Context: an optimization exercise on an open-source flow, tuned for small area, a short achievable clock period and few clock cycles per item. The choices shown serve that exercise and are no tape-out recipe.
RTL that was checked went through simulation tests only; none was proved equivalent to the original.
For run 1, only the layout was checked, not whether the RTL still works.

--- flow/run.sh ---
#!/bin/bash
# synth_recipe.tcl (not shown) runs the flow's synth.tcl, then flattens the netlist and writes it again
# the make line also repeats each setting of config.mk as NAME=value (left out here)
make -C /OpenROAD-flow-scripts/flow DESIGN_CONFIG=/design/flow/config.mk WORK_HOME=/design/flow/orfs CLKGATE_MAP_FILE= SYNTH_SCRIPT=/design/flow/synth_recipe.tcl finish
--- flow/constraint.sdc ---
create_clock -name core_clock -period 25.0 [get_ports {clk}]
set_input_delay 5.0000 -clock core_clock [delete_from_list [all_inputs] [get_ports {clk}]]
set_output_delay 5.0000 -clock core_clock [all_outputs]
set_load 0.01 [all_outputs]
--- flow/design.v ---
module hedgerow_bq2 (
    input  wire               clk,
    input  wire               rst,
    input  wire               in_valid,
    output wire               in_ready,
    input  wire signed [23:0] x_m,
    input  wire signed [7:0]  x_e,
    input  wire [1:0]         bq_en,
    input  wire signed [23:0] bq1_b0,
    input  wire signed [23:0] bq1_b1,
    input  wire signed [23:0] bq1_b2,
    input  wire signed [23:0] bq1_a1,
    input  wire signed [23:0] bq1_a2,
    input  wire signed [7:0]  bq1_exp,
    input  wire signed [23:0] bq2_b0,
    input  wire signed [23:0] bq2_b1,
    input  wire signed [23:0] bq2_b2,
    input  wire signed [23:0] bq2_a1,
    input  wire signed [23:0] bq2_a2,
    input  wire signed [7:0]  bq2_exp,
    output reg                out_valid,
    output reg  signed [23:0] y_m,
    output reg  signed [7:0]  y_e,
    output reg                ovf
);
    integer i;
    genvar  g;
    reg  [11:1] tA;         
    reg  [16:5] t2;         
    reg         tN1;        
    reg         m_both;     
    reg         m_one;      
    reg         m_f;        
    reg  [4:0]  gap;        
    assign in_ready = m_both ? ((gap == 5'd10) || (gap >= 5'd16)) :
                      m_one  ? (gap >= 5'd10) : 1'b1;
    wire take   = in_valid & in_ready & ~rst;
    wire en_any = bq_en[0] | bq_en[1];
    reg signed [23:0] s1 [0:1];
    reg signed [23:0] s2 [0:1];
    reg signed [7:0]  es [0:1];
    reg [4:0]         low [0:1];
    reg [1:0]         used;
    reg [4:0]         rk;           
    reg signed [23:0] X1_m;         
    reg signed [8:0]  ebA, ebB;     
    reg signed [23:0] Y1_m, Y2_m;   
    reg signed [7:0]  Y1_e, Y2_e;
    reg signed [23:0] MA;           
    reg [11:0]        bo_one, bo_two, bo_neg;   
    reg               ng_r;         
    reg signed [47:0] PR, H2, HB;   
    reg               ovf1, ovf1h, ovf2;
    wire sB0_1 = in_ready & bq_en[0];
    wire sB0_2 = (in_ready & ~bq_en[0]) | t2[5];
    wire sB1_1 = tA[2] & ~m_f;
    wire sB1_2 = (tA[2] & m_f) | t2[7];
    wire sB2_1 = tA[3] & ~m_f;
    wire sB2_2 = (tA[3] & m_f) | t2[8];
    wire sA1_1 = tA[4] & ~m_f;
    wire sA1_2 = (tA[4] & m_f) | t2[9];
    wire sA2_1 = tA[6] & ~m_f;
    wire sA2_2 = (tA[6] & m_f) | t2[11];
    wire [23:0] ma_next =
          ({24{sB0_1}} & bq1_b0) | ({24{sB0_2}} & bq2_b0)
        | ({24{sB1_1}} & bq1_b1) | ({24{sB1_2}} & bq2_b1)
        | ({24{sB2_1}} & bq1_b2) | ({24{sB2_2}} & bq2_b2)
        | ({24{sA1_1}} & bq1_a1) | ({24{sA1_2}} & bq2_a1)
        | ({24{sA2_1}} & bq1_a2) | ({24{sA2_2}} & bq2_a2);
    wire mbN2 = tA[4] | t2[9];
    wire mbY2 = t2[11];
    wire mbX1 = tA[2];
    wire nNg  = tA[4] | tA[6] | t2[9] | t2[11];
    wire [24:0] bx = {MA[23], MA};
    wire [47:0] brow [0:11];
    wire [11:0] bneg;
    wire signed [23:0] mb_next = mbN2 ? yv_m : mbY2 ? Y2_m : mbX1 ? X1_m : x_m;
    wire [11:0] nb_one, nb_two, nb_neg;
    generate
        for (g = 0; g < 12; g = g + 1) begin : bc
            wire d2 = mb_next[2*g+1];
            wire d1 = mb_next[2*g];
            wire d0 = (g == 0) ? 1'b0 : mb_next[2*g-1];
            assign nb_one[g] = d1 ^ d0;
            assign nb_two[g] = (d2 & ~d1 & ~d0) | (~d2 & d1 & d0);
            assign nb_neg[g] = d2 ^ nNg;
        end
        for (g = 0; g < 12; g = g + 1) begin : bo
            wire one = bo_one[g];
            wire two = bo_two[g];
            wire neg = bo_neg[g];
            wire [24:0] sel = ({25{one}} & bx) | ({25{two}} & {bx[23:0], 1'b0});
            wire [24:0] r = sel ^ {25{neg}};
            assign bneg[g] = neg;
            if (g == 0) begin : r0
                assign brow[g] = {23'd0, ~r[24], r[23:0]};
            end else begin : rn
                wire [47:0] rr = {21'd0, ~r[24], r[23:0], 1'b0, bneg[g-1]};
                assign brow[g] = rr << (2*g-2);
            end
        end
    endgenerate
    localparam [47:0] BK = 48'hFFFF_FFFF_FFFF - ((48'h555555 << 24) - 48'd1);
    wire [47:0] blast = {25'd0, bneg[11], 22'd0};
    wire [47:0] prod = brow[0] + brow[1] + brow[2] + brow[3] + brow[4] + brow[5]
                     + brow[6] + brow[7] + brow[8] + brow[9] + brow[10] + brow[11]
                     + blast + BK;
    wire lA  = tA[11];                       
    wire lo1 = (lA & (~m_f | m_one)) | tN1;
    wire lo2 = (lA & (m_f | m_one)) | t2[16] | tN1;
    wire rr1 = lA & ~m_f;                    
    wire rr2 = (lA & m_f) | t2[16];
    wire signed [23:0] rr_in = rr2 ? s1[1] : s1[0];
    wire signed [23:0] rr_q  = rr_in >>> rk;
    wire [4:0]         rr_k1 = rk - 5'd1;
    wire [23:0]        rr_mk = (24'd1 << rr_k1) - 24'd1;
    wire               rr_h  = rr_in[rr_k1];
    wire               rr_s  = |(rr_in & rr_mk);
    wire signed [23:0] rr_o  = (rk == 5'd0) ? rr_in : rr_q + {23'd0, rr_h & (rr_s | rr_q[0])};
    wire signed [23:0] ls1_0 = rr1 ? rr_o : s1[0];
    wire signed [23:0] ls1_1 = rr2 ? rr_o : s1[1];
    function automatic quiet;
        input signed [23:0] m;
        quiet = (m < 24'sd1048576) && (m > -24'sd1048576);
    endfunction
    function automatic quiet_r;
        input signed [23:0] m;
        input [4:0]         k;
        case (k)
            5'd0:    quiet_r = (m < 24'sd1048576) && (m > -24'sd1048576);
            5'd1:    quiet_r = (m < 24'sd2097151) && (m > -24'sd2097151);
            5'd2:    quiet_r = (m < 24'sd4194302) && (m > -24'sd4194302);
            5'd3:    quiet_r = (m < 24'sd8388604) && (m > -24'sd8388604);
            default: quiet_r = 1'b1;
        endcase
    endfunction
    wire qs1_0 = rr1 ? quiet_r(s1[0], rk) : quiet(s1[0]);
    wire qs1_1 = rr2 ? quiet_r(s1[1], rk) : quiet(s1[1]);
    wire dn0 = lo1 & used[0] & qs1_0 & quiet(s2[0]) & (low[0] >= 5'd15) & (es[0] > -8'sd40);
    wire dn1 = lo2 & used[1] & qs1_1 & quiet(s2[1]) & (low[1] >= 5'd15) & (es[1] > -8'sd40);
    wire signed [23:0] v_s1_0 = dn0 ? (ls1_0 <<< 1) : ls1_0;
    wire signed [23:0] v_s1_1 = dn1 ? (ls1_1 <<< 1) : ls1_1;
    wire signed [23:0] v_s2_0 = dn0 ? (s2[0] <<< 1) : s2[0];
    wire signed [23:0] v_s2_1 = dn1 ? (s2[1] <<< 1) : s2[1];
    wire signed [7:0]  v_es_0 = dn0 ? es[0] - 8'sd1 : es[0];
    wire signed [7:0]  v_es_1 = dn1 ? es[1] - 8'sd1 : es[1];
    reg  pY, p1, p2, pSec, pF;          
    wire signed [8:0] eb_p = pSec ? ebB : ebA;
    wire signed [7:0] es_p = es[pF];
    wire              dn_p = pF ? dn1 : dn0;   
    wire signed [7:0] ye_p = pSec ? Y2_e : Y1_e;
    wire signed [8:0] ea   = {ye_p[7], ye_p} + 9'sd1;
    wire signed [8:0] eA   = pY ? eb_p : ea;
    wire signed [8:0] eS0  = {es_p[7], es_p};
    wire              qB   = ~pY;           
    wire              qS   = ~p2;           
    wire signed [9:0] xBA = eb_p - eA;
    wire signed [9:0] xAB = eA - eb_p;
    wire signed [9:0] xSA = eS0 - eA;
    wire signed [9:0] xAS = eA - eS0;
    wire signed [9:0] xSB = eS0 - eb_p;
    wire signed [9:0] xBS = eb_p - eS0;
    wire              wS  = qS & (xSA > 10'sd0) & (~qB | (xSB > 10'sd0));
    wire              wB  = ~wS & qB & (xBA > 10'sd0);
    wire signed [9:0] dA_0 = wS ? xSA : (wB ? xBA : 10'sd0);
    wire signed [9:0] dB_0 = wS ? xSB : (wB ? 10'sd0 : xAB);
    wire signed [9:0] dS_0 = wS ? 10'sd0 : (wB ? xBS : xAS);
    wire signed [8:0] eW_0 = wS ? eS0 : (wB ? eb_p : eA);
    wire signed [9:0] xSA1 = xSA - 10'sd1;
    wire signed [9:0] xAS1 = xAS + 10'sd1;
    wire              wS1  = (xSA1 > 10'sd0);
    wire signed [9:0] dA_1 = wS1 ? xSA1 : 10'sd0;
    wire signed [9:0] dS_1 = wS1 ? 10'sd0 : xAS1;
    wire signed [8:0] eW_1 = wS1 ? eS0 - 9'sd1 : eA;
    wire              lw_p = dn_p & pY;
    wire [5:0] dA_c0 = (dA_0 > 10'sd63) ? 6'd63 : dA_0[5:0];
    wire [5:0] dB_c0 = (dB_0 > 10'sd63) ? 6'd63 : dB_0[5:0];
    wire [5:0] dS_c0 = (dS_0 > 10'sd63) ? 6'd63 : dS_0[5:0];
    wire [5:0] dA_c1 = (dA_1 > 10'sd63) ? 6'd63 : dA_1[5:0];
    wire [5:0] dS_c1 = (dS_1 > 10'sd63) ? 6'd63 : dS_1[5:0];
    wire signed [9:0] R_0 = {eW_0[8], eW_0} + 10'sd3;
    wire signed [9:0] R_1 = {eW_1[8], eW_1} + 10'sd3;
    reg [5:0]         dA, dB, dS;
    reg signed [9:0]  Rp;               
    reg signed [23:0] SR;               
    wire signed [62:0] inA = {{1{PR[47]}}, PR, 14'd0};
    wire signed [62:0] inB = {{1{HB[47]}}, HB, 14'd0};
    wire signed [62:0] inS = {{2{SR[23]}}, SR, 37'd0};
    wire signed [62:0] tmA = inA >>> dA;
    wire signed [62:0] tmB = inB >>> dB;
    wire signed [62:0] tmS = inS >>> dS;
    reg signed [62:0] acc;
    reg signed [9:0]  Ra;
    reg               nput;             
    reg signed [7:0]  es_n;             
    reg signed [10:0] n_pmin, n_pmax;   
    wire        n_sg = acc[62];
    wire [63:0] n_mg = {2'b00, acc[61:0] ^ acc[62:1]};
    wire        n_nz = |acc;
    wire [31:0] hz1; wire [31:0] hp1;
    wire [15:0] hz2; wire [31:0] hp2;
    wire [7:0]  hz3; wire [23:0] hp3;
    wire [3:0]  hz4; wire [15:0] hp4;
    wire [1:0]  hz5; wire [9:0]  hp5;
    wire        hz6; wire [5:0]  hp6;
    generate
        for (g = 0; g < 32; g = g + 1) begin : lv1
            assign hz1[g] = ~(n_mg[2*g+1] | n_mg[2*g]);
            assign hp1[g] = n_mg[2*g+1];
        end
        for (g = 0; g < 16; g = g + 1) begin : lv2
            assign hz2[g] = hz1[2*g+1] & hz1[2*g];
            assign hp2[2*g+1:2*g] = hz1[2*g+1] ? {1'b0, hp1[2*g]} : {1'b1, hp1[2*g+1]};
        end
        for (g = 0; g < 8; g = g + 1) begin : lv3
            assign hz3[g] = hz2[2*g+1] & hz2[2*g];
            assign hp3[3*g+2:3*g] = hz2[2*g+1] ? {1'b0, hp2[4*g+1:4*g]} : {1'b1, hp2[4*g+3:4*g+2]};
        end
        for (g = 0; g < 4; g = g + 1) begin : lv4
            assign hz4[g] = hz3[2*g+1] & hz3[2*g];
            assign hp4[4*g+3:4*g] = hz3[2*g+1] ? {1'b0, hp3[6*g+2:6*g]} : {1'b1, hp3[6*g+5:6*g+3]};
        end
        for (g = 0; g < 2; g = g + 1) begin : lv5
            assign hz5[g] = hz4[2*g+1] & hz4[2*g];
            assign hp5[5*g+4:5*g] = hz4[2*g+1] ? {1'b0, hp4[8*g+3:8*g]} : {1'b1, hp4[8*g+7:8*g+4]};
        end
    endgenerate
    assign hz6 = hz5[1] & hz5[0];
    assign hp6 = hz5[1] ? {1'b0, hp5[4:0]} : {1'b1, hp5[9:5]};
    wire [6:0] n_L  = hz6 ? 7'd0 : ({1'b0, hp6} + 7'd1);
    wire signed [10:0] n_R    = {Ra[9], Ra};
    wire signed [10:0] n_emin = nput ? {{3{es_n[7]}}, es_n} : -11'sd64;
    wire signed [10:0] n_emax = nput ? 11'sd40 : 11'sd63;
    wire signed [10:0] n_Ls   = {4'd0, n_L};
    wire signed [10:0] n_p0   = n_Ls + 11'sd1;
    wire signed [10:0] n_t1   = n_pmin - 11'sd2;
    wire signed [10:0] n_t2   = n_pmax - 11'sd1;
    wire [5:0]         n_h    = hp6;
    wire n_up = hz6 ? (n_pmin <= 11'sd1) :
                ((n_t1 <= 11'sd0) | ((n_t1 <= 11'sd63) & (n_h >= n_t1[5:0])));    
    wire n_gt = hz6 ? (n_pmax <= 11'sd0) :
                ((n_t2 <= 11'sd0) | ((n_t2 <= 11'sd63) & (n_h >= n_t2[5:0])));    
    wire n_gs = hz6 ? (n_pmax < 11'sd0) :
                ((n_pmax <= 11'sd0) | ((n_pmax <= 11'sd63) & (n_h >= n_pmax[5:0])));  
    wire               n_mm   = (n_pmin > n_pmax);
    wire               n_over = n_nz && (n_up ? n_gt : n_mm);    
    wire signed [10:0] n_e0   = n_Ls + n_R - 11'sd62;
    wire signed [10:0] n_E1   = n_over ? n_emax : (n_up ? n_e0 : n_emin);
    wire [6:0]  n_minc = (n_pmin < 11'sd0) ? 7'd0 : ((n_pmin > 11'sd87) ? 7'd87 : n_pmin[6:0]);
    wire [6:0]  n_maxc = (n_pmax < 11'sd0) ? 7'd0 : ((n_pmax > 11'sd87) ? 7'd87 : n_pmax[6:0]);
    wire [6:0]  n_p0c  = hz6 ? 7'd1 : ({1'b0, hp6} + 7'd2);
    wire [6:0]  n_pc   = n_over ? n_maxc : (n_up ? n_p0c : n_minc);
    wire        n_sat  = n_over && n_gs;
    wire signed [86:0] n_ext = {acc, 24'd0};
    wire signed [86:0] n_w   = n_ext >>> {n_pc[6:4], 4'd0};
    wire [5:0] n_grp;
    generate
        for (g = 0; g < 6; g = g + 1) begin : sg
            assign n_grp[g] = |n_ext[((16*g+15) > 86 ? 86 : 16*g+15) : 16*g];
        end
    endgenerate
    wire [5:0] n_pre;                   
    assign n_pre[0] = 1'b0;
    generate
        for (g = 1; g < 6; g = g + 1) begin : sp
            assign n_pre[g] = n_pre[g-1] | n_grp[g-1];
        end
    endgenerate
    wire        n_st  = n_pre[n_pc[6:4]];
    wire signed [10:0] n_es  = {{3{es_n[7]}}, es_n};
    wire signed [10:0] n_K0  = n_R - 11'sd62 - n_es;              
    wire signed [10:0] n_K1  = n_K0 + 11'sd1;
    wire signed [10:0] n_X0  = n_emax - n_es;
    wire signed [10:0] n_X1  = n_X0 + 11'sd1;
    wire signed [10:0] n_M0  = n_emin - n_es;
    wire signed [10:0] n_M1  = n_M0 + 11'sd1;
    wire signed [10:0] n_U0  = n_Ls + n_K0;
    wire signed [10:0] n_U1  = n_Ls + n_K1;
    wire signed [10:0] n_rs0 = n_over ? n_X0 : (n_up ? n_U0 : n_M0);    
    wire signed [10:0] n_rs1 = n_over ? n_X1 : (n_up ? n_U1 : n_M1);    
    wire [4:0] n_rk0 = (n_rs0 <= 11'sd0) ? 5'd0 : (n_rs0 > 11'sd24) ? 5'd24 : n_rs0[4:0];
    wire [4:0] n_rk1 = (n_rs1 <= 11'sd0) ? 5'd0 : (n_rs1 > 11'sd24) ? 5'd24 : n_rs1[4:0];
    reg [4:0]         w_rk0, w_rk1;
    reg [39:0]        w_w;
    reg [3:0]         w_f;
    reg               w_st, w_sg, w_nz, w_over, w_sat, w_top, w_put;
    reg signed [7:0]  w_E1;
    wire uy  = tA[2] | t2[7];             
    wire u2  = tA[8] | t2[13];            
    wire uF  = t2[7] | t2[11] | t2[13] | m_f;
    wire signed [7:0]  u_es   = u2 ? pu_e : es[uF];
    wire signed [10:0] u_emin = uy ? -11'sd64 : {{3{u_es[7]}}, u_es};
    wire signed [10:0] u_emax = uy ? 11'sd63 : 11'sd40;
    wire signed [10:0] u_R    = {Rp[9], Rp};
    wire signed [10:0] u_cY   = -11'sd1 - u_R;                            
    wire signed [7:0]  u_esF  = es[uF];
    wire signed [10:0] u_cE   = {{3{u_esF[7]}}, u_esF} - u_R + 11'sd63;   
    wire signed [10:0] u_c0   = {{3{w_E1[7]}}, w_E1} - u_R + 11'sd63;     
    wire signed [10:0] u_c1   = u_c0 + 11'sd1;
    wire signed [10:0] u_cX   = 11'sd103 - u_R;
    wire signed [10:0] u_pmin = uy ? u_cY : (~u2 ? u_cE :
                                (w_over ? u_cX : ((r_pf & ~w_top) ? u_c1 : u_c0)));
    wire signed [8:0] eb_x1  = {bq1_exp[7], bq1_exp} + {x_e[7], x_e};
    wire signed [8:0] eb_x2  = {bq2_exp[7], bq2_exp} + {x_e[7], x_e};
    wire signed [8:0] eb_z1  = {bq1_exp[7], bq1_exp} - 9'sd64;
    wire signed [8:0] eb_z2  = {bq2_exp[7], bq2_exp} - 9'sd64;
    wire signed [8:0] eb_inx = bq_en[0] ? eb_x1 : eb_x2;
    wire signed [8:0] eb_in0 = bq_en[0] ? eb_z1 : eb_z2;
    wire [39:0] r_w   = w_w >> w_f;
    wire [23:0] w_q   = r_w[24:1];
    wire        w_g   = r_w[0];
    wire [15:0] r_low = w_w[15:0] & ~(16'hFFFF << w_f);   
    wire        r_st  = w_st | (|r_low);
    wire        r_inc = w_g & (r_st | w_q[0]);
    wire signed [24:0] r_r = {w_q[23], w_q} + {24'd0, r_inc};
    wire        r_pf  = ~w_over && ((r_r == 25'sh0400000) || (r_r == -25'sh0400000));
    wire signed [7:0] r_E1p = w_E1 + 8'sd1;
    wire signed [23:0] yv_m = ~w_nz ? 24'sd0 :
                              (w_over | (r_pf & w_top)) ? (w_sg ? -24'sd4194303 : 24'sd4194303) :
                              r_pf ? (w_sg ? -24'sd2097152 : 24'sd2097152) :
                              r_r[23:0];
    wire signed [7:0]  yv_e = ~w_nz ? -8'sd64 :
                              w_over ? 8'sd63 :
                              (r_pf & ~w_top) ? r_E1p : w_E1;
    wire signed [23:0] pu_m = w_over ? (w_sat ? (w_sg ? -24'sd8388608 : 24'sd8388607) :
                                        (r_r > 25'sd8388607) ? 24'sd8388607 : r_r[23:0]) :
                              (r_pf & ~w_top) ? (w_sg ? -24'sd2097152 : 24'sd2097152) :
                              r_r[23:0];
    wire signed [7:0]  pu_e = w_over ? 8'sd40 : (r_pf & ~w_top) ? r_E1p : w_E1;
    wire r_ovf = w_put ? (w_over | (r_pf & w_top)) : (w_nz & (w_over | (r_pf & w_top)));
    wire r_y1 = tA[4];                        
    wire r_y2 = t2[9];                        
    wire r_n1 = tA[8] | t2[13];               
    wire r_n2 = tA[10] | t2[15];              
    wire r_F  = t2[13] | t2[15] | m_f;
    wire [4:0]  pu_rk = (r_pf & ~w_top) ? w_rk1 : w_rk0;
    always @(posedge clk) begin
        MA   <= ma_next;
        if (mbN2 | mbY2 | mbX1 | in_ready) begin
            bo_one <= nb_one;
            bo_two <= nb_two;
        end
        bo_neg <= (mbN2 | mbY2 | mbX1 | in_ready) ? nb_neg : (bo_neg ^ {12{nNg ^ ng_r}});
        ng_r   <= nNg;
        PR   <= prod;
        if (tA[5] | t2[10]) H2 <= PR;
        if (tA[4] | t2[9])       HB <= PR;
        else if (tA[7] | t2[12]) HB <= H2;
        else if (!(tA[5] | t2[10])) HB <= 48'sd0;
        dA   <= lw_p ? dA_c1 : dA_c0;
        dB   <= dB_c0;
        dS   <= lw_p ? dS_c1 : dS_c0;
        Rp   <= lw_p ? R_1 : R_0;
        SR   <= pY ? (pF ? v_s1_1 : v_s1_0) : p1 ? (pF ? v_s2_1 : v_s2_0) : 24'sd0;
        acc  <= tmA + tmB + tmS;
        Ra   <= Rp;
        w_w    <= n_w[39:0];
        w_f    <= n_pc[3:0];
        w_st   <= n_st;
        w_sg   <= n_sg;
        w_nz   <= n_nz;
        w_over <= n_over;
        w_sat  <= n_sat;
        w_top  <= (n_E1 == n_emax);
        w_put  <= nput;
        w_rk0  <= n_rk0;
        w_rk1  <= n_rk1;
        pY     <= (take & en_any) | t2[5];
        p1     <= tA[4] | t2[9];
        p2     <= tA[6] | t2[11];
        pSec   <= t2[5] | t2[9] | t2[11];
        pF     <= t2[5] | t2[9] | t2[11] | (take ? ~bq_en[0] : m_f);
        nput   <= ~uy;
        es_n   <= u_es;
        n_pmin <= u_pmin;
        n_pmax <= u_emax - u_R + 11'sd63;
        w_E1   <= n_E1[7:0];
        if (in_ready) begin
            X1_m <= x_m;
            ebA  <= (x_m == 24'sd0) ? eb_in0 : eb_inx;
        end
        if (t2[5])
            ebB <= {bq2_exp[7], bq2_exp} + ((Y1_m == 24'sd0) ? -9'sd64 : {Y1_e[7], Y1_e});
        if (r_y1) begin
            Y1_m <= yv_m;
            Y1_e <= yv_e;
        end
        if (r_y2) begin
            Y2_m <= yv_m;
            Y2_e <= yv_e;
        end
        if (tA[4])
            ovf1 <= r_ovf;
        else if (tA[8] | tA[10])
            ovf1 <= ovf1 | r_ovf;
        if (tA[10])
            ovf1h <= ovf1 | r_ovf;
        if (t2[9])
            ovf2 <= r_ovf;
        else if (t2[13])
            ovf2 <= ovf2 | r_ovf;
        if (rst) begin
            tA        <= 11'd0;
            t2        <= 12'd0;
            tN1       <= 1'b0;
            m_both    <= 1'b0;
            m_one     <= 1'b0;
            m_f       <= 1'b0;
            gap       <= 5'd31;
            out_valid <= 1'b0;
            y_m       <= 24'sd0;
            y_e       <= 8'sd0;
            ovf       <= 1'b0;
            used      <= 2'b00;
            rk        <= 5'd0;
            for (i = 0; i < 2; i = i + 1) begin
                s1[i]  <= 24'sd0;
                s2[i]  <= 24'sd0;
                es[i]  <= -8'sd40;
                low[i] <= 5'd0;
            end
        end else begin
            tA  <= {tA[10:1], take & en_any};
            t2  <= {t2[15:5], tA[4] & m_both};
            tN1 <= take & ~en_any;
            if (take) begin
                m_both <= &bq_en;
                m_one  <= ^bq_en;
                m_f    <= ~bq_en[0];
                gap    <= 5'd1;
            end else if (gap != 5'd31) begin
                gap    <= gap + 5'd1;
            end
            out_valid <= 1'b0;
            if (take & ~en_any) begin
                y_m       <= x_m;
                y_e       <= x_e;
                ovf       <= 1'b0;
                out_valid <= 1'b1;
            end else if (tA[10] & m_one) begin
                y_m       <= Y1_m;
                y_e       <= Y1_e;
                ovf       <= ovf1 | r_ovf;
                out_valid <= 1'b1;
            end else if (t2[15]) begin
                y_m       <= Y2_m;
                y_e       <= Y2_e;
                ovf       <= ovf1h | ovf2 | r_ovf;
                out_valid <= 1'b1;
            end
            if (lo1) begin
                s1[0] <= v_s1_0;
                s2[0] <= v_s2_0;
                es[0] <= v_es_0;
                if (used[0]) begin
                    if (qs1_0 && quiet(s2[0])) begin
                        if (dn0)
                            low[0] <= 5'd0;
                        else if (low[0] < 5'd16)
                            low[0] <= low[0] + 5'd1;
                    end else begin
                        low[0] <= 5'd0;
                    end
                end
            end
            if (lo2) begin
                s1[1] <= v_s1_1;
                s2[1] <= v_s2_1;
                es[1] <= v_es_1;
                if (used[1]) begin
                    if (qs1_1 && quiet(s2[1])) begin
                        if (dn1)
                            low[1] <= 5'd0;
                        else if (low[1] < 5'd16)
                            low[1] <= low[1] + 5'd1;
                    end else begin
                        low[1] <= 5'd0;
                    end
                end
            end
            if (r_n1) begin
                s1[r_F] <= pu_m;
                es[r_F] <= pu_e;
            end
            if (r_n2) begin
                s2[r_F]   <= pu_m;
                es[r_F]   <= pu_e;
                used[r_F] <= 1'b1;
                rk        <= pu_rk;
            end
        end
    end
endmodule
--- flow/config.mk ---
export PLATFORM = sky130hd
export DESIGN_NAME = hedgerow_bq2
export DESIGN_NICKNAME = hedgerow_bq2
export VERILOG_FILES = /design/flow/design.v
export SDC_FILE = /design/flow/constraint.sdc
export NUM_CORES = 4
export LEC_CHECK = 0
export CAP_MARGIN = 20
export CORE_MARGIN = 2
export CORE_UTILIZATION = 40
export PLACE_DENSITY = 0.6
export SLEW_MARGIN = 20
==> impl_metrics.env, run 1 <==
export IMPL_outcome="finished clean"
export IMPL_critPathTopFamily="simple AND/OR/NAND/NOR gates"
export IMPL_crit_slowest_cell="nand4_1"
export IMPL_grt_antenna_before_repair=17
export IMPL_synth_cell_type_count=124
export IMPL_cp_num_buf_inv=5
export IMPL_hold_depth=0
export IMPL_fin_setup_tns_ps=0
export IMPL_worst_pin_slew_ps=1240
export IMPL_gp_congestion=1.01
export IMPL_numPortBuffers=327
export IMPL_rrSetupSlack_ps=16740
export IMPL_rsz0062_at_grt="false"
export IMPL_postCtsSetupRepairBufs=0
export IMPL_core_mm2=0.193
export IMPL_mostFrequentLayoutCells="685 x nor2_1, 646 x nand2_1, 617 x inv_1"
export IMPL_die_h_um=445
export IMPL_vias_per_cell=6.24
export IMPL_critPathMaxFanout=57
export IMPL_required_ps=25650
export IMPL_ys_seq_elements=739
export IMPL_cpMostUsedCell="a21o_1"
export IMPL_htreeDepth=3
export IMPL_syn_inst=8888
export IMPL_worstPathCellList="inv_1 -> ha_1 -> nor4_1 -> nand4_1 -> nor2_1 -> inv_1 -> o311ai_1 -> buf_4 -> ha_1 -> a21o_1 -> a21o_1 -> a21o_1 -> a21o_1 -> a221oi_1 -> o41a_1 -> or3_1 -> o211ai_1 -> inv_2 -> mux2i_4 -> buf_4 -> nand2_1 -> nor2_1 -> a211o_1"
export IMPL_clk_latency_ps=740
export IMPL_stdcell_count=11500
export IMPL_drt_first_pass_iters=6
export IMPL_cts_buffers=85
export IMPL_syn_area_mm2=0.0779
export IMPL_cts_sinks=739
export IMPL_dp_final_hpwl_um=239000
export IMPL_final_common_cell="nor2_1"
export IMPL_finalCritPeriodShare=0.330
export IMPL_start_kind="register"
export IMPL_dieArea_mm2=0.198
export IMPL_ctsHoldBuffers=0
export IMPL_yosysWarnings=2
export IMPL_ff2ff_path_depth=23
export IMPL_pre_cts_ws_ps=16730
export IMPL_finalClockSkew_ps=56.9
export IMPL_placed_cell_area_mm2=0.0833
export IMPL_drc=0
export IMPL_ys_seq_area_frac=0.234
export IMPL_cap_violations=0
export IMPL_die_x_um=445
export IMPL_end_kind="register"
export IMPL_path_clk_slew_ps=60
export IMPL_drt_initial_drc_count=8377
export IMPL_start_util=0.404
export IMPL_crit_arrival_ps=8910
export IMPL_grt_overflow=0
export IMPL_cts_repair_resized=0
export IMPL_min_to="Ra[2]"
export IMPL_timing_rr_start="acc[56]"
export IMPL_async_reset_ff_frac=0
export IMPL_grt_total_usage=0.299
export IMPL_postLayoutCoreUtil=0.447
export IMPL_grt_max_degree=83
export IMPL_synth_edf_count=341
export IMPL_area_growth_synth_to_final_pct=10.8
export IMPL_period_needed_ps=8260
export IMPL_final_max_slew_viol_count=0
export IMPL_wirelength_um=307000
export IMPL_finalSetupViolations=0
export IMPL_avgRoutedWirePerCell_um=26.7
export IMPL_nFillCells=18800
export IMPL_min_path_type="reg -> reg"
export IMPL_worst_slack_ps=16740
export IMPL_slew_headroom=0.167
export IMPL_whs_ps=373
export IMPL_grt_pass1_vias=69300
export IMPL_avgSynthCellArea_um2=8.76
export IMPL_num_io_pins=328
export IMPL_clock_path_buffers=3
export IMPL_place_inst=11300
export IMPL_grt_pass1_wl_um=453000
export IMPL_critical_path_class="reg -> reg"
export IMPL_fmax_mhz=121
export IMPL_reg2reg_to="w_w[23]"
export IMPL_core_rowCount=161
export IMPL_drive_gt1_frac=0.0884
export IMPL_dr_total_vias=71600
export IMPL_synth_main_ff_cell="dfxtp_1"
export IMPL_post_route_cell_area_mm2=0.0863
export IMPL_cts_root_buf="clkbuf_16"
export IMPL_fin_nets=9935
export IMPL_synth_nets=9953
export IMPL_hold_start="Rp[2]"
export IMPL_antenna_left=0
export IMPL_cts_tree="done"
export IMPL_slowest_delay_ps=780
export IMPL_hold_viol_final=0
## area by class of cell
class	instances	area, um2	area share
Antenna cell	5	12.5	0.000145
Clock buffer	115	2440	0.0283
Clock inverter	43	470	0.00545
Inverter	638	2390	0.0278
Multi-Input combinational cell	6898	54900	0.636
Sequential cell	739	18200	0.211
Tap cell	2526	3160	0.0366
Timing Repair Buffer	508	4660	0.0540
## sequential cells by signal, summed over array words and instances, names as in the netlist, 16 cells and up
signal and cells:
PR 48, Y2_m 24, X1_m 24, w_w 40
SR 24, Y1_m 24, acc 63, y_m 24
s2 48, es 16, s1 48, MA 24
HB 48, H2 48
## kinds of logic (layout without fill, tap and decap cells)
| kind of cell | after synthesis | after routing | synth area share |
|---|---|---|---|
| flops | 739 | 739 | 0.234 |
| simple gates | 2159 | 2159 | 0.130 |
| other cells | 0 | 5 | 0 |
| compound gates | 2517 | 2517 | 0.216 |
| mux | 769 | 769 | 0.128 |
| fa+ha+maj | 773 | 773 | 0.153 |
| buf+inv | 1251 | 1304 | 0.0632 |
| xor+xnor | 680 | 680 | 0.0765 |
## synthesized netlist by cell type, types with 39 or more instances
library cell  count  area, um2
o211ai_1         66        495
xnor2_1         481       4210
nand2_1         649       2440
clkbuf_1        469       1760
and2_1           43        269
mux2i_1         460       4600
a221oi_1         55        482
nand4_1          72        450
mux2_2          142       1600
nand3_1         152        761
xor2_1          199       1740
dfxtp_1         398       7970
nand2b_1         63        394
ha_1            472       5910
edfxtp_1        341      10200
o21ai_0         531       2660
a211oi_1         98        736
mux4_2          161       3630
nor3_1           96        480
a21o_1          111        833
a22oi_1         351       2640
and3_1           39        244
o22ai_1         127        795
a31oi_1          51        319
o21a_1           68        510
o221ai_1         45        394
inv_1           618       2320
nor4_1           77        482
nor2_1          689       2590
a21oi_1         531       2660
nor2b_1         115        719
a22o_1           90        788
fa_1            300       6010
buf_1            86        323
## worst max-delay path by stage
stage | from | to | slack (ps) | cells past startpoint
2_1_floorplan | bq_en[0] | ebA[8] | 17660 | 13
3_3_place_gp | bq_en[0] | ebA[8] | 16680 | 13
3_5_place_dp | acc[56] | w_w[23] | 16730 | 23
4_1_cts | acc[56] | w_w[23] | 16700 | 23
5_1_grt | acc[54] | w_w[8] | 16320 | 23
6_report | acc[56] | w_w[23] | 16740 | 23
## per-layer routing
metal / vias to the layer above / share of wire / track usage
met4: 12 / 0.057 / 0.149
met2: 3886 / 0.45 / 0.478
met3: 646 / 0.091 / 0.0515
met1: 34800 / 0.40 / 0.390
li1: 32300 / - / -
met5: - / 0.00027 / 0
==> inputs of run 2 (changes only) <==
--- a/flow/design.v
+++ b/flow/design.v
@@ -102,9 +102,54 @@
     endgenerate
     localparam [47:0] BK = 48'hFFFF_FFFF_FFFF - ((48'h555555 << 24) - 48'd1);
     wire [47:0] blast = {25'd0, bneg[11], 22'd0};
-    wire [47:0] prod = brow[0] + brow[1] + brow[2] + brow[3] + brow[4] + brow[5]
-                     + brow[6] + brow[7] + brow[8] + brow[9] + brow[10] + brow[11]
-                     + blast + BK;
+    function [95:0] csa;
+        input [47:0] x, y, z;
+        csa = {x ^ y ^ z, ((x & y) | (x & z) | (y & z)) << 1};
+    endfunction
+    wire [47:0] c1 [0:9];
+    wire [47:0] c2 [0:6];
+    wire [47:0] c3 [0:4];
+    wire [47:0] c4 [0:3];
+    wire [47:0] c5 [0:2];
+    wire [47:0] c6s, c6c;
+    assign {c1[0], c1[1]} = csa(brow[0], brow[1], brow[2]);
+    assign {c1[2], c1[3]} = csa(brow[3], brow[4], brow[5]);
+    assign {c1[4], c1[5]} = csa(brow[6], brow[7], brow[8]);
+    assign {c1[6], c1[7]} = csa(brow[9], brow[10], brow[11]);
+    assign c1[8] = blast;
+    assign c1[9] = BK;
+    assign {c2[0], c2[1]} = csa(c1[0], c1[1], c1[2]);
+    assign {c2[2], c2[3]} = csa(c1[3], c1[4], c1[5]);
+    assign {c2[4], c2[5]} = csa(c1[6], c1[7], c1[8]);
+    assign c2[6] = c1[9];
+    assign {c3[0], c3[1]} = csa(c2[0], c2[1], c2[2]);
+    assign {c3[2], c3[3]} = csa(c2[3], c2[4], c2[5]);
+    assign c3[4] = c2[6];
+    assign {c4[0], c4[1]} = csa(c3[0], c3[1], c3[2]);
+    assign c4[2] = c3[3];
+    assign c4[3] = c3[4];
+    assign {c5[0], c5[1]} = csa(c4[0], c4[1], c4[2]);
+    assign c5[2] = c4[3];
+    assign {c6s, c6c} = csa(c5[0], c5[1], c5[2]);
+    wire [47:0] kg [0:6];
+    wire [47:0] kp [0:6];
+    assign kg[0] = c6s & c6c;
+    assign kp[0] = c6s ^ c6c;
+    genvar k;
+    generate
+        for (k = 0; k < 6; k = k + 1) begin : ks
+            for (g = 0; g < 48; g = g + 1) begin : kb
+                if (g >= (1 << k)) begin : m
+                    assign kg[k+1][g] = kg[k][g] | (kp[k][g] & kg[k][g-(1<<k)]);
+                    assign kp[k+1][g] = kp[k][g] & kp[k][g-(1<<k)];
+                end else begin : c
+                    assign kg[k+1][g] = kg[k][g];
+                    assign kp[k+1][g] = kp[k][g];
+                end
+            end
+        end
+    endgenerate
+    wire [47:0] prod = kp[0] ^ {kg[6][46:0], 1'b0};
     wire lA  = tA[11];                       
     wire lo1 = (lA & (~m_f | m_one)) | tN1;
     wire lo2 = (lA & (m_f | m_one)) | t2[16] | tN1;
@@ -195,7 +240,7 @@
     reg signed [7:0]  es_n;             
     reg signed [10:0] n_pmin, n_pmax;   
     wire        n_sg = acc[62];
-    wire [63:0] n_mg = {2'b00, acc[61:0] ^ acc[62:1]};
+    wire [63:0] n_mg = {acc[61:0] ^ acc[62:1], 2'b00};
     wire        n_nz = |acc;
     wire [31:0] hz1; wire [31:0] hp1;
     wire [15:0] hz2; wire [31:0] hp2;
@@ -227,28 +272,26 @@
     endgenerate
     assign hz6 = hz5[1] & hz5[0];
     assign hp6 = hz5[1] ? {1'b0, hp5[4:0]} : {1'b1, hp5[9:5]};
-    wire [6:0] n_L  = hz6 ? 7'd0 : ({1'b0, hp6} + 7'd1);
     wire signed [10:0] n_R    = {Ra[9], Ra};
     wire signed [10:0] n_emin = nput ? {{3{es_n[7]}}, es_n} : -11'sd64;
     wire signed [10:0] n_emax = nput ? 11'sd40 : 11'sd63;
-    wire signed [10:0] n_Ls   = {4'd0, n_L};
-    wire signed [10:0] n_p0   = n_Ls + 11'sd1;
-    wire signed [10:0] n_t1   = n_pmin - 11'sd2;
-    wire signed [10:0] n_t2   = n_pmax - 11'sd1;
+    wire signed [10:0] n_hq   = {5'd0, hp6};
+    wire signed [10:0] n_t2   = n_pmax + 11'sd1;
+    wire signed [10:0] n_t3   = n_pmax + 11'sd2;
     wire [5:0]         n_h    = hp6;
     wire n_up = hz6 ? (n_pmin <= 11'sd1) :
-                ((n_t1 <= 11'sd0) | ((n_t1 <= 11'sd63) & (n_h >= n_t1[5:0])));    
+                ((n_pmin <= 11'sd0) | ((n_pmin <= 11'sd63) & (n_h >= n_pmin[5:0])));  
     wire n_gt = hz6 ? (n_pmax <= 11'sd0) :
-                ((n_t2 <= 11'sd0) | ((n_t2 <= 11'sd63) & (n_h >= n_t2[5:0])));    
+                ((n_t2 <= 11'sd0) | ((n_t2 <= 11'sd63) & (n_h >= n_t2[5:0])));        
     wire n_gs = hz6 ? (n_pmax < 11'sd0) :
-                ((n_pmax <= 11'sd0) | ((n_pmax <= 11'sd63) & (n_h >= n_pmax[5:0])));  
+                ((n_t3 <= 11'sd0) | ((n_t3 <= 11'sd63) & (n_h >= n_t3[5:0])));        
     wire               n_mm   = (n_pmin > n_pmax);
     wire               n_over = n_nz && (n_up ? n_gt : n_mm);    
-    wire signed [10:0] n_e0   = n_Ls + n_R - 11'sd62;
+    wire signed [10:0] n_e0   = hz6 ? n_R - 11'sd62 : n_hq + (n_R - 11'sd63);
     wire signed [10:0] n_E1   = n_over ? n_emax : (n_up ? n_e0 : n_emin);
     wire [6:0]  n_minc = (n_pmin < 11'sd0) ? 7'd0 : ((n_pmin > 11'sd87) ? 7'd87 : n_pmin[6:0]);
     wire [6:0]  n_maxc = (n_pmax < 11'sd0) ? 7'd0 : ((n_pmax > 11'sd87) ? 7'd87 : n_pmax[6:0]);
-    wire [6:0]  n_p0c  = hz6 ? 7'd1 : ({1'b0, hp6} + 7'd2);
+    wire [6:0]  n_p0c  = hz6 ? 7'd1 : {1'b0, hp6};
     wire [6:0]  n_pc   = n_over ? n_maxc : (n_up ? n_p0c : n_minc);
     wire        n_sat  = n_over && n_gs;
     wire signed [86:0] n_ext = {acc, 24'd0};
@@ -274,8 +317,8 @@
     wire signed [10:0] n_X1  = n_X0 + 11'sd1;
     wire signed [10:0] n_M0  = n_emin - n_es;
     wire signed [10:0] n_M1  = n_M0 + 11'sd1;
-    wire signed [10:0] n_U0  = n_Ls + n_K0;
-    wire signed [10:0] n_U1  = n_Ls + n_K1;
+    wire signed [10:0] n_U0  = hz6 ? n_K0 : n_hq + (n_K0 - 11'sd1);
+    wire signed [10:0] n_U1  = hz6 ? n_K1 : n_hq + n_K0;
     wire signed [10:0] n_rs0 = n_over ? n_X0 : (n_up ? n_U0 : n_M0);    
     wire signed [10:0] n_rs1 = n_over ? n_X1 : (n_up ? n_U1 : n_M1);    
     wire [4:0] n_rk0 = (n_rs0 <= 11'sd0) ? 5'd0 : (n_rs0 > 11'sd24) ? 5'd24 : n_rs0[4:0];
==> impl_metrics.env, run 2 <==
export IMPL_dp_final_hpwl_um=236000
export IMPL_outcome="finished clean"
export IMPL_cts_root_buf="clkbuf_16"
export IMPL_mostFrequentLayoutCells="764 x nand2_1, 713 x inv_1, 686 x nor2_1"
export IMPL_ys_seq_area_frac=0.232
export IMPL_grt_pass1_wl_um=445000
export IMPL_start_util=0.403
export IMPL_syn_area_mm2=0.0786
export IMPL_ctsHoldBuffers=0
export IMPL_cap_violations=0
export IMPL_synth_edf_count=341
export IMPL_synth_top_cells_by_count="766 x nand2_1, 713 x inv_1, 689 x nor2_1, 599 x o21ai_0, 523 x a21oi_1"
export IMPL_reg2reg_to="w_w[30]"
export IMPL_fin_nets=10200
export IMPL_rsz0062_at_grt="false"
export IMPL_syn_inst=9160
export IMPL_cp_num_buf_inv=2
export IMPL_gp_congestion=0.997
export IMPL_startpoint="acc[20]"
export IMPL_timing_rr_start="acc[20]"
export IMPL_critPathMaxFanout=29
export IMPL_ff2ff_path_depth=20
export IMPL_finalClockSkew_ps=97.9
export IMPL_hold_start="t2[14]"
export IMPL_critical_path_class="reg -> reg"
export IMPL_drive_gt1_frac=0.0786
export IMPL_grt_antenna_before_repair=10
export IMPL_worst_pin_slew_ps=1160
export IMPL_worst_slack_ps=16710
export IMPL_synth_top_area_share=0.130
export IMPL_cpMostUsedCell="o21ai_0"
export IMPL_grt_overflow=0
export IMPL_drt_first_pass_iters=6
export IMPL_numPortBuffers=327
export IMPL_yosysMostFrequentCell="nand2_1"
export IMPL_finalSetupViolations=0
export IMPL_dieArea_mm2=0.200
export IMPL_clock_path_buffers=3
export IMPL_cts_buffers=86
export IMPL_yosysWarnings=2
export IMPL_start_kind="register"
export IMPL_cts_tree="done"
export IMPL_die_x_um=447
export IMPL_yosysTopAreaCell="edfxtp_1"
export IMPL_vias_per_cell=6.08
export IMPL_drc=0
export IMPL_avgSynthCellArea_um2=8.58
export IMPL_place_inst=11700
export IMPL_htreeDepth=3
export IMPL_min_path_type="reg -> reg"
export IMPL_synth_nets=10300
export IMPL_slew_headroom=0.223
export IMPL_postLayoutCoreUtil=0.446
export IMPL_nFillCells=19200
export IMPL_core_rowCount=162
export IMPL_synth_main_ff_cell="dfxtp_1"
export IMPL_ys_seq_elements=739
export IMPL_dr_total_vias=71800
export IMPL_async_reset_ff_frac=0
export IMPL_pre_cts_ws_ps=16420
export IMPL_crit_arrival_ps=8850
export IMPL_clk_latency_ps=750
export IMPL_grt_max_degree=80
export IMPL_critPathTopFamily="compound AO/OA/AOI/OAI gates"
export IMPL_cts_sinks=739
export IMPL_crit_slowest_cell="mux2i_1"
export IMPL_grt_total_usage=0.291
export IMPL_required_ps=25560
export IMPL_drt_initial_drc_count=7691
export IMPL_avgRoutedWirePerCell_um=25.3
export IMPL_regMostFlops="acc"
export IMPL_min_to="t2[15]"
export IMPL_num_io_pins=328
export IMPL_hold_viol_final=0
export IMPL_finalCritPeriodShare=0.332
export IMPL_final_common_cell="nand2_1"
export IMPL_period_needed_ps=8290
export IMPL_slowest_delay_ps=900
export IMPL_cts_repair_resized=0
export IMPL_wirelength_um=300000
export IMPL_synth_cell_type_count=117
export IMPL_largest_reg_flops=63
export IMPL_worstPathCellList="inv_1 -> ha_1 -> nor4b_1 -> nand4b_1 -> a21oi_1 -> o21ai_0 -> o21ai_1 -> ha_1 -> a21o_1 -> a21oi_1 -> nor2b_1 -> o21ai_0 -> nand2b_1 -> a221oi_1 -> o21ai_0 -> o211ai_1 -> buf_4 -> mux2i_1 -> nand2_1 -> o221ai_1"
export IMPL_stdcell_count=11800
export IMPL_final_max_slew_viol_count=0
export IMPL_die_h_um=447
export IMPL_antenna_left=0
export IMPL_rrSetupSlack_ps=16710
export IMPL_synth_top_cells_by_area="edfxtp_1 13%, dfxtp_1 10%, ha_1 8.1%"
export IMPL_fmax_mhz=121
export IMPL_hold_depth=1
export IMPL_area_growth_synth_to_final_pct=10.6
export IMPL_postCtsSetupRepairBufs=0
export IMPL_core_mm2=0.195
export IMPL_grt_pass1_vias=69100
export IMPL_fin_setup_tns_ps=0
export IMPL_end_kind="register"
export IMPL_path_clk_slew_ps=60
-- run 2: cell types whose count changed in the layout (fill, tap and decap cells not counted), moves of 13 or more --
cell and delta:
a211oi_1 +20, buf_4 -21, ha_1 +34, inv_1 +96, mux2i_1 -40, mux4_2 -13, nand2_1 +118, nand3_1 +20
nor3_1 +15, nor4_1 -13, o21ai_0 +65, xnor2_1 -69, xor2_1 +58
-- run 2: metrics by stage --
stage	hold WS (ps)	cell area, um2
floorplan	329	78600
global placement	417	83900
detailed placement	423	83900
CTS	437	86800
global route	436	86900
finish	442	86900
-- run 2: how the worst max path moves through the flow --
stage	endpoint	slack (ps)	cells after the start
4_1_cts	w_w[30]	16300	21
3_3_place_gp	w_w[31]	16540	21
3_5_place_dp	w_w[30]	16420	21
6_report	w_w[30]	16710	20
2_1_floorplan	ebA[7]	17660	12
5_1_grt	w_w[30]	16320	20
-- run 2: worst register-to-register path, stage by stage, from the launching register on --
cell,delay (ps)
dfxtp_1,400
inv_1,60
ha_1,320
nor4b_1,800
nand4b_1,410
a21oi_1,290
o21ai_0,220
o21ai_1,850
ha_1,380
a21o_1,160
a21oi_1,140
nor2b_1,60
o21ai_0,140
nand2b_1,80
a221oi_1,290
o21ai_0,110
o211ai_1,800
buf_4,550
mux2i_1,930
nand2_1,760
o221ai_1,430
-- run 2: kinds of logic (layout without fill, tap and decap cells) --
family | after synthesis | after routing | synth area share
AND/OR/NAND/NOR | 2317 | 2317 | 0.137
adder cells (fa/ha/maj) | 805 | 805 | 0.157
multiplexers | 714 | 714 | 0.117
XOR/XNOR | 669 | 669 | 0.0747
flip-flops | 739 | 739 | 0.232
other | 0 | 5 | 0
AO/OA/AOI/OAI | 2570 | 2570 | 0.216
buffers and inverters | 1346 | 1379 | 0.0668
-- run 2: cell type report --
| class | count | area [um2] | share of cell area |
|---|---|---|---|
| Clock inverter | 49 | 509 | 0.00586 |
| Timing Repair Buffer | 486 | 4480 | 0.0516 |
| Sequential cell | 739 | 18200 | 0.210 |
| Tap cell | 2624 | 3280 | 0.0378 |
| Multi-Input combinational cell | 7075 | 55200 | 0.636 |
| Inverter | 731 | 2740 | 0.0316 |
| Clock buffer | 113 | 2400 | 0.0276 |
| Antenna cell | 5 | 12.5 | 0.000144 |
-- run 2: per-layer routing --
metal	up-vias	GRT usage	wire length, um	part of all wire
met5	-	0	71	0.00024
met4	10	0.144	16400	0.055
li1	33100	-	-	-
met2	3451	0.462	135000	0.45
met1	34700	0.383	124000	0.41
met3	579	0.0462	24600	0.082
Testbench counts of run 2, summed over its fixed seeds: cycles 96,755, items 9,600.
==> inputs of run 3 (changes only) <==
--- a/flow/design.v
+++ b/flow/design.v
@@ -42,6 +42,7 @@
     reg [4:0]         low [0:1];
     reg [1:0]         used;
     reg [4:0]         rk;           
+    reg               rst_r;        
     reg signed [23:0] X1_m;         
     reg signed [8:0]  ebA, ebB;     
     reg signed [23:0] Y1_m, Y2_m;   
@@ -442,6 +443,19 @@
             ovf2 <= r_ovf;
         else if (t2[13])
             ovf2 <= ovf2 | r_ovf;
+        if (take & ~en_any) begin
+            y_m <= x_m;
+            y_e <= x_e;
+            ovf <= 1'b0;
+        end else if (tA[10] & m_one) begin
+            y_m <= Y1_m;
+            y_e <= Y1_e;
+            ovf <= ovf1 | r_ovf;
+        end else if (t2[15]) begin
+            y_m <= Y2_m;
+            y_e <= Y2_e;
+            ovf <= ovf1h | ovf2 | r_ovf;
+        end
         if (rst) begin
             tA        <= 11'd0;
             t2        <= 12'd0;
@@ -451,17 +465,6 @@
             m_f       <= 1'b0;
             gap       <= 5'd31;
             out_valid <= 1'b0;
-            y_m       <= 24'sd0;
-            y_e       <= 8'sd0;
-            ovf       <= 1'b0;
-            used      <= 2'b00;
-            rk        <= 5'd0;
-            for (i = 0; i < 2; i = i + 1) begin
-                s1[i]  <= 24'sd0;
-                s2[i]  <= 24'sd0;
-                es[i]  <= -8'sd40;
-                low[i] <= 5'd0;
-            end
         end else begin
             tA  <= {tA[10:1], take & en_any};
             t2  <= {t2[15:5], tA[4] & m_both};
@@ -474,23 +477,19 @@
             end else if (gap != 5'd31) begin
                 gap    <= gap + 5'd1;
             end
-            out_valid <= 1'b0;
-            if (take & ~en_any) begin
-                y_m       <= x_m;
-                y_e       <= x_e;
-                ovf       <= 1'b0;
-                out_valid <= 1'b1;
-            end else if (tA[10] & m_one) begin
-                y_m       <= Y1_m;
-                y_e       <= Y1_e;
-                ovf       <= ovf1 | r_ovf;
-                out_valid <= 1'b1;
-            end else if (t2[15]) begin
-                y_m       <= Y2_m;
-                y_e       <= Y2_e;
-                ovf       <= ovf1h | ovf2 | r_ovf;
-                out_valid <= 1'b1;
+            out_valid <= (take & ~en_any) | (tA[10] & m_one) | t2[15];
+        end
+        rst_r <= rst;
+        if (rst_r) begin
+            used <= 2'b00;
+            rk   <= 5'd0;
+            for (i = 0; i < 2; i = i + 1) begin
+                s1[i]  <= 24'sd0;
+                s2[i]  <= 24'sd0;
+                es[i]  <= -8'sd40;
+                low[i] <= 5'd0;
             end
+        end else begin
             if (lo1) begin
                 s1[0] <= v_s1_0;
                 s2[0] <= v_s2_0;
==> impl_metrics.env, run 3 <==
export IMPL_outcome="finished clean"
export IMPL_fin_setup_tns_ps=0
export IMPL_place_inst=11300
export IMPL_critPathMaxFanout=24
export IMPL_grt_pass1_wl_um=433000
export IMPL_worstPathCellList="a22oi_1 -> xnor2_1 -> fa_1 -> inv_1 -> fa_1 -> fa_1 -> fa_1 -> fa_1 -> inv_1 -> ha_1 -> ha_1 -> nand2_1 -> nor4b_1 -> o311a_1 -> o31ai_1 -> nand2b_1 -> a221o_1 -> a211oi_1 -> o41ai_1 -> a221o_1 -> a21oi_1 -> xnor2_1"
export IMPL_slew_headroom=0.151
export IMPL_wirelength_um=292000
export IMPL_drt_first_pass_iters=6
export IMPL_yosysWarnings=2
export IMPL_htreeDepth=3
export IMPL_path_clk_slew_ps=60
export IMPL_clock_path_buffers=3
export IMPL_die_x_um=445
export IMPL_largest_reg_flops=63
export IMPL_synth_top_cells_by_count="719 x inv_1, 681 x nor2_1, 586 x nand2_1, 566 x o21ai_0, 553 x a21oi_1"
export IMPL_synth_top_area_share=0.144
export IMPL_grt_antenna_before_repair=13
export IMPL_rsz0062_at_grt="false"
export IMPL_cap_violations=0
export IMPL_async_reset_ff_frac=0
export IMPL_dp_final_hpwl_um=230000
export IMPL_crit_slowest_cell="dfxtp_1"
export IMPL_synth_main_ff_cell="edfxtp_1"
export IMPL_fin_nets=9921
export IMPL_dieArea_mm2=0.198
export IMPL_crit_arrival_ps=8780
export IMPL_min_path_type="reg -> reg"
export IMPL_synth_edf_count=373
export IMPL_avgSynthCellArea_um2=8.77
export IMPL_clk_latency_ps=760
export IMPL_required_ps=25630
export IMPL_end_kind="register"
export IMPL_dr_total_vias=69900
export IMPL_finalClockSkew_ps=70.4
export IMPL_grt_max_degree=81
export IMPL_drt_initial_drc_count=7550
export IMPL_synth_cell_type_count=110
export IMPL_period_needed_ps=8150
export IMPL_core_rowCount=161
export IMPL_ctsHoldBuffers=0
export IMPL_core_mm2=0.193
export IMPL_area_growth_synth_to_final_pct=10.5
export IMPL_yosysTopAreaCell="edfxtp_1"
export IMPL_worst_pin_slew_ps=1260
export IMPL_synth_top_cells_by_area="edfxtp_1 14%, dfxtp_1 9.5%, ha_1 8.1%"
export IMPL_cts_sinks=740
export IMPL_avgRoutedWirePerCell_um=25.5
export IMPL_start_kind="register"
export IMPL_grt_overflow=0
export IMPL_die_h_um=445
export IMPL_cts_root_buf="clkbuf_16"
export IMPL_fmax_mhz=123
export IMPL_grt_total_usage=0.285
export IMPL_gp_congestion=1.03
export IMPL_vias_per_cell=6.12
export IMPL_ys_seq_elements=740
export IMPL_num_io_pins=328
export IMPL_hold_viol_final=0
export IMPL_cts_buffers=84
export IMPL_start_util=0.403
export IMPL_finalCritPeriodShare=0.326
export IMPL_ys_seq_area_frac=0.239
export IMPL_critical_path_class="reg -> reg"
export IMPL_cts_tree="done"
export IMPL_regMostFlops="acc"
export IMPL_slowest_delay_ps=1080
export IMPL_postCtsSetupRepairBufs=0
export IMPL_yosysMostFrequentCell="inv_1"
export IMPL_drc=0
export IMPL_grt_pass1_vias=67500
export IMPL_syn_inst=8859
export IMPL_synth_nets=9956
export IMPL_finalSetupViolations=0
export IMPL_cts_repair_resized=0
export IMPL_nFillCells=18800
export IMPL_antenna_left=0
export IMPL_final_common_cell="inv_1"
export IMPL_numPortBuffers=327
export IMPL_drive_gt1_frac=0.0815
export IMPL_final_max_slew_viol_count=0
export IMPL_stdcell_count=11400
export IMPL_syn_area_mm2=0.0777
export IMPL_mostFrequentLayoutCells="718 x inv_1, 677 x nor2_1, 584 x nand2_1"
export IMPL_cpMostUsedCell="fa_1"
export IMPL_postLayoutCoreUtil=0.445
==> run 3: routing by layer <==
metal / part of all wire / routed length [um] / GRT usage / vias up
met2: 0.47 / 138000 / 0.476 / 3136
met5: 0.000034 / 10 / 0 / -
li1: - / - / - / 32000
met1: 0.41 / 118000 / 0.364 / 34200
met4: 0.054 / 15800 / 0.140 / 2
met3: 0.068 / 19900 / 0.0347 / 590
==> run 3: path summary, 6_finish.rpt <==
path	from	to	slack, ps	depth (start not counted)
worst max register to register	MA[19]	PR[47]	16850	22
worst min-delay path	Rp[0]	Ra[0]	390	0
worst max-delay path	MA[19]	PR[47]	16850	22
worst min register to register	Rp[0]	Ra[0]	390	0
==> run 3: through the flow <==
step	hold WS, ps	cell area [um2]	setup WS (ps)
finish	393	85800	16850
global placement	388	82900	16740
detailed placement	385	82900	16810
CTS	394	85800	16840
global route	401	85800	16440
floorplan	326	77700	17660
==> run 3: cell families (layout without fill, tap and decap cells) <==
group	Yosys count	after routing	synth area share
other cells	0	8	0
simple gates	2072	2072	0.124
fa+ha+maj	804	804	0.158
flops	740	740	0.239
xor+xnor	673	673	0.0759
buf+inv	1326	1363	0.0668
mux	757	757	0.126
compound gates	2487	2487	0.210
==> run 3: area by class of cell <==
class	count	area (um2)	area share
Antenna cell	8	20.0	0.000233
Clock buffer	118	2390	0.0279
Clock inverter	40	490	0.00571
Inverter	728	2730	0.0318
Multi-Input combinational cell	6793	54100	0.630
Sequential cell	740	18600	0.216
Tap cell	2526	3160	0.0368
Timing Repair Buffer	477	4410	0.0513
==> run 3: worst max-delay path, delay by kind of cell (launching register included) <==
family | cells | cell delay, ps
buffers and inverters | 2 | 120
adder cells (fa/ha/maj) | 7 | 3370
flip-flops | 1 | 1080
XOR/XNOR | 2 | 360
AO/OA/AOI/OAI | 8 | 2100
AND/OR/NAND/NOR | 3 | 990
Testbench counts of run 3, summed over its fixed seeds: cycles 96,755, items 9,600.
==> inputs of run 4 (changes only) <==
--- a/flow/config.mk
+++ b/flow/config.mk
@@ -7,6 +7,6 @@
 export LEC_CHECK = 0
 export CAP_MARGIN = 20
 export CORE_MARGIN = 2
-export CORE_UTILIZATION = 40
-export PLACE_DENSITY = 0.6
+export CORE_UTILIZATION = 55
+export PLACE_DENSITY = 0.7
 export SLEW_MARGIN = 20
==> impl_metrics.env, run 4 <==
export IMPL_outcome="finished clean"
export IMPL_cts_sinks=740
export IMPL_drc=0
export IMPL_dr_total_vias=71000
export IMPL_vias_per_cell=6.58
export IMPL_synth_top_area_share=0.144
export IMPL_synth_mux_area_frac=0.126
export IMPL_syn_area_mm2=0.0777
export IMPL_whs_ps=450
export IMPL_dieArea_mm2=0.144
export IMPL_synth_xor_area_share=0.0759
export IMPL_numPortBuffers=327
export IMPL_fmax_mhz=121
export IMPL_synth_fa_ha_area_frac=0.158
export IMPL_mostFrequentLayoutCells="718 x inv_1, 679 x nor2_1, 580 x nand2_1"
export IMPL_cts_tree="done"
export IMPL_clock_path_buffers=3
export IMPL_synth_top_cells_by_area="edfxtp_1 14%, dfxtp_1 9.5%, ha_1 8.1%"
export IMPL_synth_top_family_by_area="compound AO/OA/AOI/OAI gates"
export IMPL_hold_start="Rp[0]"
export IMPL_slew_headroom=0.193
export IMPL_postCtsSetupRepairBufs=0
export IMPL_cts_repair_resized=0
export IMPL_finalCritPeriodShare=0.329
export IMPL_synth_compound_area_share=0.210
export IMPL_avgSynthCellArea_um2=8.77
export IMPL_timing_rr_start="acc[14]"
export IMPL_final_common_cell="inv_1"
export IMPL_synth_main_ff_cell="edfxtp_1"
export IMPL_grt_max_degree=81
export IMPL_drt_first_pass_iters=7
export IMPL_core_rowCount=137
export IMPL_grt_total_usage=0.381
export IMPL_synth_simple_area_share=0.124
export IMPL_synth_top_cells_by_count="719 x inv_1, 681 x nor2_1, 586 x nand2_1, 566 x o21ai_0, 553 x a21oi_1"
export IMPL_fin_nets=9938
export IMPL_async_reset_ff_frac=0
export IMPL_nFillCells=12400
export IMPL_critical_path_class="reg -> reg"
export IMPL_start_util=0.555
export IMPL_ctsHoldBuffers=0
export IMPL_critPathMaxFanout=80
export IMPL_startpoint="acc[14]"
export IMPL_yosysTopAreaCell="edfxtp_1"
export IMPL_die_h_um=380
export IMPL_ys_seq_area_frac=0.239
export IMPL_worst_pin_slew_ps=1200
export IMPL_gp_congestion=1.05
export IMPL_clk_latency_ps=740
export IMPL_antenna_left=0
export IMPL_drive_gt1_frac=0.0832
export IMPL_area_growth_synth_to_final_pct=9.63
export IMPL_grt_antenna_before_repair=13
export IMPL_yosysMostFrequentCell="inv_1"
export IMPL_core_mm2=0.140
export IMPL_finalClockSkew_ps=97.7
export IMPL_die_x_um=380
export IMPL_hold_viol_final=0
export IMPL_ys_seq_elements=740
export IMPL_required_ps=25500
export IMPL_cts_buffers=84
export IMPL_grt_pass1_wl_um=424000
export IMPL_start_kind="register"
export IMPL_period_needed_ps=8240
export IMPL_crit_arrival_ps=8740
export IMPL_regMostFlops="acc"
export IMPL_synth_edf_count=373
export IMPL_syn_inst=8859
export IMPL_end_kind="register"
export IMPL_htreeDepth=3
export IMPL_rsz0062_at_grt="false"
export IMPL_min_path_type="reg -> reg"
export IMPL_avgRoutedWirePerCell_um=26.4
export IMPL_final_max_slew_viol_count=0
export IMPL_grt_pass1_vias=67200
export IMPL_finalSetupViolations=0
export IMPL_fin_setup_tns_ps=0
export IMPL_drt_initial_drc_count=9851
export IMPL_dp_final_hpwl_um=223000
export IMPL_cts_root_buf="clkbuf_16"
export IMPL_synth_nets=9956
export IMPL_placed_cell_area_mm2=0.0822
export IMPL_grt_overflow=0
export IMPL_yosysWarnings=2
export IMPL_num_io_pins=328
export IMPL_synth_cell_type_count=110
export IMPL_post_route_cell_area_mm2=0.0852
export IMPL_wirelength_um=285000
export IMPL_cap_violations=0
export IMPL_largest_reg_flops=63
export IMPL_path_clk_slew_ps=60
[run 4: logic make-up (layout without fill, tap and decap cells)]
logic type / after synthesis / count (layout)
compound gates: 2487 / 2487
xor+xnor: 673 / 673
fa+ha+maj: 804 / 804
buf+inv: 1326 / 1380
flops: 740 / 740
mux: 757 / 757
other cells: 0 / 5
simple gates: 2072 / 2072
[run 4: final timing paths]
check,to,slack [ps],depth (start not counted)
setup / recovery,w_w[21],16760,25
hold / removal,Ra[0],450,0
setup reg to reg,w_w[21],16760,25
hold reg to reg,Ra[0],450,0
[run 4: routing by layer]
metal | GRT usage | vias up | wire, um
li1 | - | 32000 | -
met1 | 0.515 | 34200 | 115000
met5 | 0 | - | 82
met3 | 0.0676 | 709 | 28200
met2 | 0.597 | 4114 | 127000
met4 | 0.173 | 12 | 15200
[run 4: through the flow]
stage	cells	setup slack [ps]	util
2_1_floorplan	8859	17660	-
3_3_place_gp	10600	16680	0.588
3_5_place_dp	10600	16690	0.588
4_1_cts	10800	16950	0.609
5_1_grt	10800	16250	0.609
6_report	10800	16760	0.609
[run 4: cell type report]
class                   instances  area (um2)  area share
clock buffers                 108        2360      0.0277
flip-flops and latches        740       18600       0.218
well taps                    1876        2350      0.0276
multi-input cells            6793       54100       0.635
repair buffers                494        4550      0.0534
diodes                          5        12.5    0.000147
inverters                     728        2730      0.0321
clock inverters                50         564     0.00662
[run 4: critical path, stage by stage (launching register included)]
cell     delay [ps]
dfxtp_1         560
inv_1            90
ha_1            290
nor4_1          630
nand4_1         550
nor3_1          320
a21oi_1         100
o21ai_0         400
o21ai_0         150
buf_4           220
ha_1            290
a21o_1          150
a21o_1          160
a21o_1          160
a21o_1          170
a21oi_1         120
o21ai_0         140
a21oi_4         180
buf_4           470
a41o_2          290
buf_4           480
mux2i_4         310
buf_4           720
nand2_1         190
a21oi_2         620
a21oi_1         150

static timing again, ports no longer ideal:
In the flow no input, the clock included, has a driving cell. The finished layouts below were timed again as built, in two steps. Step 1 (the two cells are an assumption about what drives the block):
set clk [get_ports {clk}]
set_driving_cell -lib_cell sky130_fd_sc_hd__clkbuf_16 $clk
set_driving_cell -lib_cell sky130_fd_sc_hd__buf_2 [delete_from_list [all_inputs] $clk]
Step 2, shift: input delay + t, output delay - t, t = (earliest + latest rising clock arrival at the registers) / 2. This alone moves slack from input paths to output paths. Slacks: ideal ports / drivers / drivers and shift; pairs: ideal ports / drivers.
| run | t (ns) | setup WS [ns] | hold WS [ns] |
|---|---|---|---|
| run 1 | 0.800 | 16.744 / 16.744 / 16.744 | 0.373 / 0.373 / 0.373 |
| run 2 | 0.790 | 16.712 / 16.712 / 16.712 | 0.442 / 0.442 / 0.442 |
| run 3 | 0.805 | 16.845 / 16.845 / 16.805 | 0.393 / 0.393 / 0.393 |
| run 4 | 0.784 | 16.765 / 16.765 / 16.765 | 0.450 / 0.450 / 0.450 |
After both steps setup and hold are still met in every run listed. The setup slack of run 3, which loses most, moves by 0.000 ns with the drivers and by -0.040 ns with both steps.
